Source: an optimization exercise on an open RTL-to-GDS flow (aim: small area and a short achievable clock period). Production flows keep margins and buffers that such runs may drop.
The RTL was checked by simulation tests, not by an equivalence proof against the original design.

purple:
==> flow/design.v <==
module fil_stage #(
    parameter FAST = 1                  
) (
    input  wire               clk,
    input  wire               rst,
    input  wire               v,        
    input  wire               e,        
    input  wire [4:0]         k,        
    input  wire [3:0]         lm1,      
    input  wire signed [23:0] x,
    output reg  [28:1]        b,        
    output wire [3:0]         nm1       
);
    reg  [16*24-1:0] hist_n;            
    reg              pc;                
    function [28:0] radd;
        input [28:0] a;
        input [28:0] bb;
        input        ci;
        reg          c;
        integer      i;
        begin
            c = ci;
            for (i = 0; i < 29; i = i + 1) begin
                radd[i] = a[i] ^ bb[i] ^ c;
                c       = (a[i] & bb[i]) | (a[i] & c) | (bb[i] & c);
            end
        end
    endfunction
    wire        g     = k > {1'b0, lm1};            
    wire [15:0] tap   = g ? 16'd1 << lm1 : 16'd0;
    reg  [23:0] xo;
    integer j;
    always @(*) begin
        xo = 24'd0;
        for (j = 0; j < 16; j = j + 1)
            xo = xo | (~hist_n[24*j +: 24] & {24{tap[j]}});
    end
    wire        n0    = g ? ~lm1[0] : k[0];
    wire [28:0] base  = {pc ? 28'd0 : b, n0};
    wire [28:0] p     = radd(base, {{4{~xo[23]}}, ~xo, ~g}, 1'b0);
    wire [28:0] xs    = {{5{x[23]}}, x};
    wire [27:0] hi;
    generate
        if (FAST) begin : fa
            wire [28:0] s = {p[28:1], 1'b1} + {xs[27:0], 1'b1};
            assign hi = s[28:1];
        end else begin : ra
            wire [28:0] s = radd({1'b0, p[28:1]}, {1'b0, xs[27:0]}, 1'b1);
            assign hi = s[27:0];
        end
    endgenerate
    wire [28:0] b_new = {hi, p[0]};
    assign nm1 = g ? lm1 : k[3:0];
    always @(posedge clk) begin
        if (rst)
            pc <= 1'b1;
        else if (v)
            pc <= e;
        if (v)
            b  <= b_new[28:1];
        if (v && !e)
            hist_n <= {hist_n[15*24-1:0], ~x};
    end
endmodule
module fil_div #(
    parameter NFAST = 0                  
) (
    input  wire [28:1] b,               
    input  wire [3:0]  nm1,
    output wire [23:0] y
);
    wire [3:0] a = ~nm1;
    function [4:0] step;                 
        input [3:0] r;
        input       bi;
        input [3:0] a;                   
        reg [4:0] c;
        reg [3:0] s, t;
        reg       q;
        begin
            t    = {r[2:0], bi};
            c[0] = 1'b0;
            s[0] = t[0] ^ a[0];
            c[1] = t[0] & a[0];
            s[1] = t[1] ^ a[1] ^ c[1];
            c[2] = (t[1] & a[1]) | (t[1] & c[1]) | (a[1] & c[1]);
            s[2] = t[2] ^ a[2] ^ c[2];
            c[3] = (t[2] & a[2]) | (t[2] & c[2]) | (a[2] & c[2]);
            s[3] = t[3] ^ a[3] ^ c[3];
            c[4] = (t[3] & a[3]) | (t[3] & c[3]) | (a[3] & c[3]);
            q    = r[3] | c[4];
            step = {q, q ? s : t};
        end
    endfunction
    function [4:0] step_fast;
        input [3:0] r;
        input       bi;
        input [3:0] a;
        reg [3:0] t, s, c;
        reg       q, c4;
        begin
            t    = {r[2:0], bi};
            c[0] = 1'b0;
            c[1] = t[0] & a[0];
            c[2] = (t[1] & a[1]) | ((t[1] | a[1]) & t[0] & a[0]);
            c[3] = (t[2] & a[2]) | ((t[2] | a[2]) & (t[1] & a[1]))
                 | ((t[2] | a[2]) & (t[1] | a[1]) & t[0] & a[0]);
            c4   = (t[3] & a[3]) | ((t[3] | a[3]) & (t[2] & a[2]))
                 | ((t[3] | a[3]) & (t[2] | a[2]) & (t[1] & a[1]))
                 | ((t[3] | a[3]) & (t[2] | a[2]) & (t[1] | a[1]) & t[0] & a[0]);
            q    = r[3] | c4;
            s    = t ^ a ^ c;
            step_fast = {q, q ? s : t};
        end
    endfunction
    wire [4:0]  r5 = b[28:24] + (b[28] ? {1'b0, nm1} + 5'd1 : 5'd0);
    wire [3:0]  r [0:23];
    wire [22:0] q;
    assign r[23] = r5[3:0];
    genvar i;
    generate
        for (i = 23; i >= 1; i = i - 1) begin : g
            if (i > 23 - NFAST) begin : f
                assign {q[i-1], r[i-1]} = step_fast(r[i], b[i], a);
            end else begin : c
                assign {q[i-1], r[i-1]} = step(r[i], b[i], a);
            end
        end
    endgenerate
    wire tie = (r[0] == 4'd0) && nm1[0];
    assign y = {b[28], q[22:1], q[0] & ~tie};
endmodule
module fil_slot (
    input  wire        clk,
    input  wire        rst,           
    input  wire        in_valid,      
    input  wire [23:0] in_data,       
    input  wire        in_clip,
    input  wire        in_supply,
    input  wire        in_nv,
    input  wire        in_restart,    
    input  wire [1:0]  cfg_stages,    
    input  wire [3:0]  cfg_l1m1,
    input  wire [3:0]  cfg_l2m1,
    input  wire [3:0]  cfg_l3m1,
    input  wire [15:0] cfg_dm1,
    output reg         out_valid,
    output reg  [23:0] out_value,
    output reg         out_uns,
    output reg         out_clip,
    output reg         out_supply,
    output reg         out_nv
);
    reg        v0, e0;
    reg [23:0] x0;
    reg [2:0]  mk0;
    reg [3:0]  c1_0, c2_0, c3_0;      
    reg [15:0] set_dm1;
    reg        rst_r;
    always @(posedge clk) begin
        rst_r <= rst;
        v0    <= in_valid && !rst;
        e0    <= in_restart;
        x0    <= in_data;
        mk0   <= {in_nv, in_supply, in_clip};
        c1_0  <= (cfg_stages >= 2'd1) ? cfg_l1m1 : 4'd0;
        c2_0  <= (cfg_stages >= 2'd2) ? cfg_l2m1 : 4'd0;
        c3_0  <= (cfg_stages == 2'd3) ? cfg_l3m1 : 4'd0;
        if (in_valid && in_restart)
            set_dm1 <= cfg_dm1;
        else if (rst_r)
            set_dm1 <= 16'd0;
    end
    reg        first;
    reg [3:0]  l1, l2, l3;
    reg [5:0]  k;                     
    reg [15:0] dcnt;                  
    reg [5:0]  age_c, age_s, age_n;   
    wire       restart = first || e0;
    wire [5:0] k_new   = (k == 6'd63) ? 6'd63 : k + 6'd1;
    wire [4:0] ks      = {k[5] | k[4], k[3:0]};
    wire [5:0] sup = 6'd1 + {2'b0, l1} + {2'b0, l2} + {2'b0, l3};
    function [5:0] age_next;
        input       mk;
        input [5:0] age;
        begin
            age_next = mk ? 6'd0 : ((age == 6'd63) ? 6'd63 : age + 6'd1);
        end
    endfunction
    wire [5:0] age_c_new = age_next(mk0[0], age_c);
    wire [5:0] age_s_new = age_next(mk0[1], age_s);
    wire [5:0] age_n_new = age_next(mk0[2], age_n);
    wire       dz        = (dcnt == 16'd0);
    wire       keep      = restart || dz;
    wire [28:1] b1;
    wire [3:0]  n1;
    fil_stage #(.FAST(0)) u_s1 (.clk(clk), .rst(rst_r), .v(v0), .e(restart), .k(ks), .lm1(l1),
                    .x(x0), .b(b1), .nm1(n1));
    reg        v1, e1, ov1;
    reg [4:0]  k1;
    reg [3:0]  l2_1, l3_1, n1_1;
    reg [3:0]  f1;                    
    always @(posedge clk) begin
        if (rst_r) begin
            first <= 1'b1;
            l1    <= 4'd0;
            l2    <= 4'd0;
            l3    <= 4'd0;
            k     <= 6'd0;
            age_c <= 6'd63;
            age_s <= 6'd63;
            age_n <= 6'd63;
        end else if (v0) begin
            if (restart) begin
                first <= 1'b0;
                k     <= 6'd0;
                dcnt  <= set_dm1;
                age_c <= 6'd63;
                age_s <= 6'd63;
                age_n <= 6'd63;
                if (e0) begin
                    l1 <= c1_0;
                    l2 <= c2_0;
                    l3 <= c3_0;
                end
            end else begin
                k     <= k_new;
                dcnt  <= dz ? set_dm1 : dcnt - 16'd1;
                age_c <= age_c_new;
                age_s <= age_s_new;
                age_n <= age_n_new;
            end
        end
        v1   <= v0 && !rst;
        ov1  <= v0 && keep && !rst;
        e1   <= restart;
        k1   <= ks;
        l2_1 <= l2;
        l3_1 <= l3;
        n1_1 <= n1;
        f1   <= {age_n_new < sup, age_s_new < sup, age_c_new < sup,
                 restart || (k_new < sup)};
    end
    wire [23:0] y1;
    fil_div #(.NFAST(0)) u_d1 (.b(b1), .nm1(n1_1), .y(y1));
    wire [28:1] b2;
    wire [3:0]  n2;
    fil_stage u_s2 (.clk(clk), .rst(rst_r), .v(v1), .e(e1), .k(k1), .lm1(l2_1),
                    .x(y1), .b(b2), .nm1(n2));
    reg        v2, e2, ov2;
    reg [4:0]  k2;
    reg [3:0]  l3_2, n2_2;
    reg [3:0]  f2;
    always @(posedge clk) begin
        v2   <= v1 && !rst;
        ov2  <= ov1 && !rst;
        e2   <= e1;
        k2   <= k1;
        l3_2 <= l3_1;
        n2_2 <= n2;
        f2   <= f1;
    end
    wire [23:0] y2;
    fil_div #(.NFAST(0)) u_d2 (.b(b2), .nm1(n2_2), .y(y2));
    wire [28:1] b3;
    wire [3:0]  n3;
    fil_stage u_s3 (.clk(clk), .rst(rst_r), .v(v2), .e(e2), .k(k2), .lm1(l3_2),
                    .x(y2), .b(b3), .nm1(n3));
    reg        ov3;
    reg [3:0]  n3_3;
    reg [3:0]  f3;
    always @(posedge clk) begin
        ov3  <= ov2 && !rst;
        n3_3 <= n3;
        f3   <= f2;
    end
    wire [23:0] y3;
    fil_div #(.NFAST(0)) u_d3 (.b(b3), .nm1(n3_3), .y(y3));
    always @(posedge clk) begin
        out_valid  <= ov3 && !rst;
        out_value  <= y3;
        {out_nv, out_supply, out_clip, out_uns} <= f3;
    end
endmodule
export LEC_CHECK = 0
export CAP_MARGIN = 20
export CORE_MARGIN = 2
export CORE_UTILIZATION = 70
export SLEW_MARGIN = 20
create_clock -name core_clock -period 230.0 [get_ports {clk}]
standard.sh (not shown) runs the stock make flow with config.mk's settings and CLKGATE_MAP_FILE= SYNTH_SCRIPT=/design/flow/synth_recipe.tcl, a recipe that flattens the netlist after the stock synthesis.
==> flow/flow/run.sh <==
#!/bin/bash
# The standard layout (standard.sh), except that
#  - synthesis maps the logic with an area-oriented ABC script
#    (flow/abc.script) in place of ORFS's delay-oriented one; the synthesis
#    passes, flattening and renaming are unchanged;
#  - the port buffers are buf_2 cells (ORFS picks a delay cell);
#  - clock tree synthesis adds no dummy loads and clusters up to 28 sinks
#    within 90 um under each leaf buffer (fewer, fuller leaf buffers).
set -euo pipefail
W=$(pwd)
mkdir -p "$W/own"

# ORFS's synth.tcl, with the ABC script swapped right after the preamble
# has built the abc argument list.
sed "s|^source \$::env(SCRIPTS_DIR)/synth_preamble.tcl\$|&\nset abc_args [lreplace \$abc_args 1 1 $W/flow/abc.script]|" \
    "$FLOW_HOME/scripts/synth.tcl" > "$W/own/synth.tcl"
grep -q "lreplace \$abc_args 1 1" "$W/own/synth.tcl"

# The standard flow's synthesis script, sourcing that copy
sed "s|\$::env(SCRIPTS_DIR)/synth.tcl|$W/own/synth.tcl|" "$W/synth_recipe.tcl" > "$W/own/synth_recipe.tcl"
grep -q "$W/own/synth.tcl" "$W/own/synth_recipe.tcl"

# standard.sh, using that synthesis script
sed "s|$W/synth_recipe.tcl|$W/own/synth_recipe.tcl|g" "$W/standard.sh" > "$W/own/standard.sh"
grep -q "$W/own/synth_recipe.tcl" "$W/own/standard.sh"

bash "$W/own/standard.sh" \
    "BUFFER_PORTS_ARGS=-buffer_cell sky130_fd_sc_hd__buf_2" \
    "CTS_ARGS=-sink_clustering_enable -repair_clock_nets -dont_use_dummy_load -sink_clustering_size 28 -sink_clustering_max_diameter 90" \
    finish > "$W/flow.log" 2>&1
==> flow/flow/abc.script <==
strash
dch
map -a
strash
dch
map -a
strash
dch
map -a
topo
purple: flow completed, timing, DRC and antenna clean
The following lists how blue was set up differently from purple:
diff --git a/flow/design.v b/flow/design.v
--- a/flow/design.v
+++ b/flow/design.v
@@ -8,7 +8,7 @@
     input  wire [4:0]         k,        
     input  wire [3:0]         lm1,      
     input  wire signed [23:0] x,
-    output reg  [28:1]        b,        
+    output reg  [28:0]        b,        
     output wire [3:0]         nm1       
 );
     reg  [16*24-1:0] hist_n;            
@@ -36,8 +36,7 @@
         for (j = 0; j < 16; j = j + 1)
             xo = xo | (~hist_n[24*j +: 24] & {24{tap[j]}});
     end
-    wire        n0    = g ? ~lm1[0] : k[0];
-    wire [28:0] base  = {pc ? 28'd0 : b, n0};
+    wire [28:0] base  = pc ? 29'd0 : b;
     wire [28:0] p     = radd(base, {{4{~xo[23]}}, ~xo, ~g}, 1'b0);
     wire [28:0] xs    = {{5{x[23]}}, x};
     wire [27:0] hi;
@@ -58,7 +57,7 @@
         else if (v)
             pc <= e;
         if (v)
-            b  <= b_new[28:1];
+            b  <= b_new;
         if (v && !e)
             hist_n <= {hist_n[15*24-1:0], ~x};
     end
@@ -66,7 +65,7 @@
 module fil_div #(
     parameter NFAST = 0                  
 ) (
-    input  wire [28:1] b,               
+    input  wire [28:0] b,
     input  wire [3:0]  nm1,
     output wire [23:0] y
 );
@@ -128,7 +127,7 @@
             end
         end
     endgenerate
-    wire tie = (r[0] == 4'd0) && nm1[0];
+    wire tie = (r[0] == 4'd0) && !b[0];
     assign y = {b[28], q[22:1], q[0] & ~tie};
 endmodule
 module fil_slot (
@@ -193,7 +192,7 @@
     wire [5:0] age_n_new = age_next(mk0[2], age_n);
     wire       dz        = (dcnt == 16'd0);
     wire       keep      = restart || dz;
-    wire [28:1] b1;
+    wire [28:0] b1;
     wire [3:0]  n1;
     fil_stage #(.FAST(0)) u_s1 (.clk(clk), .rst(rst_r), .v(v0), .e(restart), .k(ks), .lm1(l1),
                     .x(x0), .b(b1), .nm1(n1));
@@ -244,7 +243,7 @@
     end
     wire [23:0] y1;
     fil_div #(.NFAST(0)) u_d1 (.b(b1), .nm1(n1_1), .y(y1));
-    wire [28:1] b2;
+    wire [28:0] b2;
     wire [3:0]  n2;
     fil_stage u_s2 (.clk(clk), .rst(rst_r), .v(v1), .e(e1), .k(k1), .lm1(l2_1),
                     .x(y1), .b(b2), .nm1(n2));
@@ -262,8 +261,8 @@
         f2   <= f1;
     end
     wire [23:0] y2;
-    fil_div #(.NFAST(0)) u_d2 (.b(b2), .nm1(n2_2), .y(y2));
-    wire [28:1] b3;
+    fil_div #(.NFAST(2)) u_d2 (.b(b2), .nm1(n2_2), .y(y2));
+    wire [28:0] b3;
     wire [3:0]  n3;
     fil_stage u_s3 (.clk(clk), .rst(rst_r), .v(v2), .e(e2), .k(k2), .lm1(l3_2),
                     .x(y2), .b(b3), .nm1(n3));
Results
purple was routed with more vias than blue. Starting density of the core ended up 0.41 points lower on blue than on purple. Taking purple as the reference, in blue share of layout cells above drive strength 1 closely matched the old numbers, number of global-route vias before repair went down 193, final weighted congestion in routability-driven placement moved up. Cell area went up slightly going from purple to blue. Compared to purple, blue shows a wider setup margin. blue: final non-filler cell total 81 above purple. The sequential cell count was comparable across blue and purple. On compound-gate portion of the synthesized area, blue and purple are neck and neck. The violation count after the first detailed-routing iteration of blue falls short of that of purple by 357. Higher count of standard-cell rows goes to blue over purple.

==> what the ideal ports hide <==
The flow's constraints put no driver on any port. The routed layouts listed below were extracted and timed again, unchanged, in two steps. Step 1 assumes that a clkbuf_16 drives the clock port and a buf_2 every other input. Step 2 moves the port delays by t, midway between the first and last clock arrival at a register: inputs arrive t later, outputs are due t later. That takes back most of the time a late clock gives input paths. a / b / c = ideal / step 1 / step 2; a / b = the first two.
run | shift t [ns] | slack for setup (ns) | worst register clock-pin slew, ns
purple | 0.746 | 182.825 / 182.756 / 182.562 | 0.11 / 0.11
blue | 0.765 | 182.832 / 182.759 / 182.543 | 0.11 / 0.11
After both steps every run listed still meets setup and hold. The setup slack of blue, which loses most, moves by -0.073 ns with the drivers and by -0.289 ns with both steps.
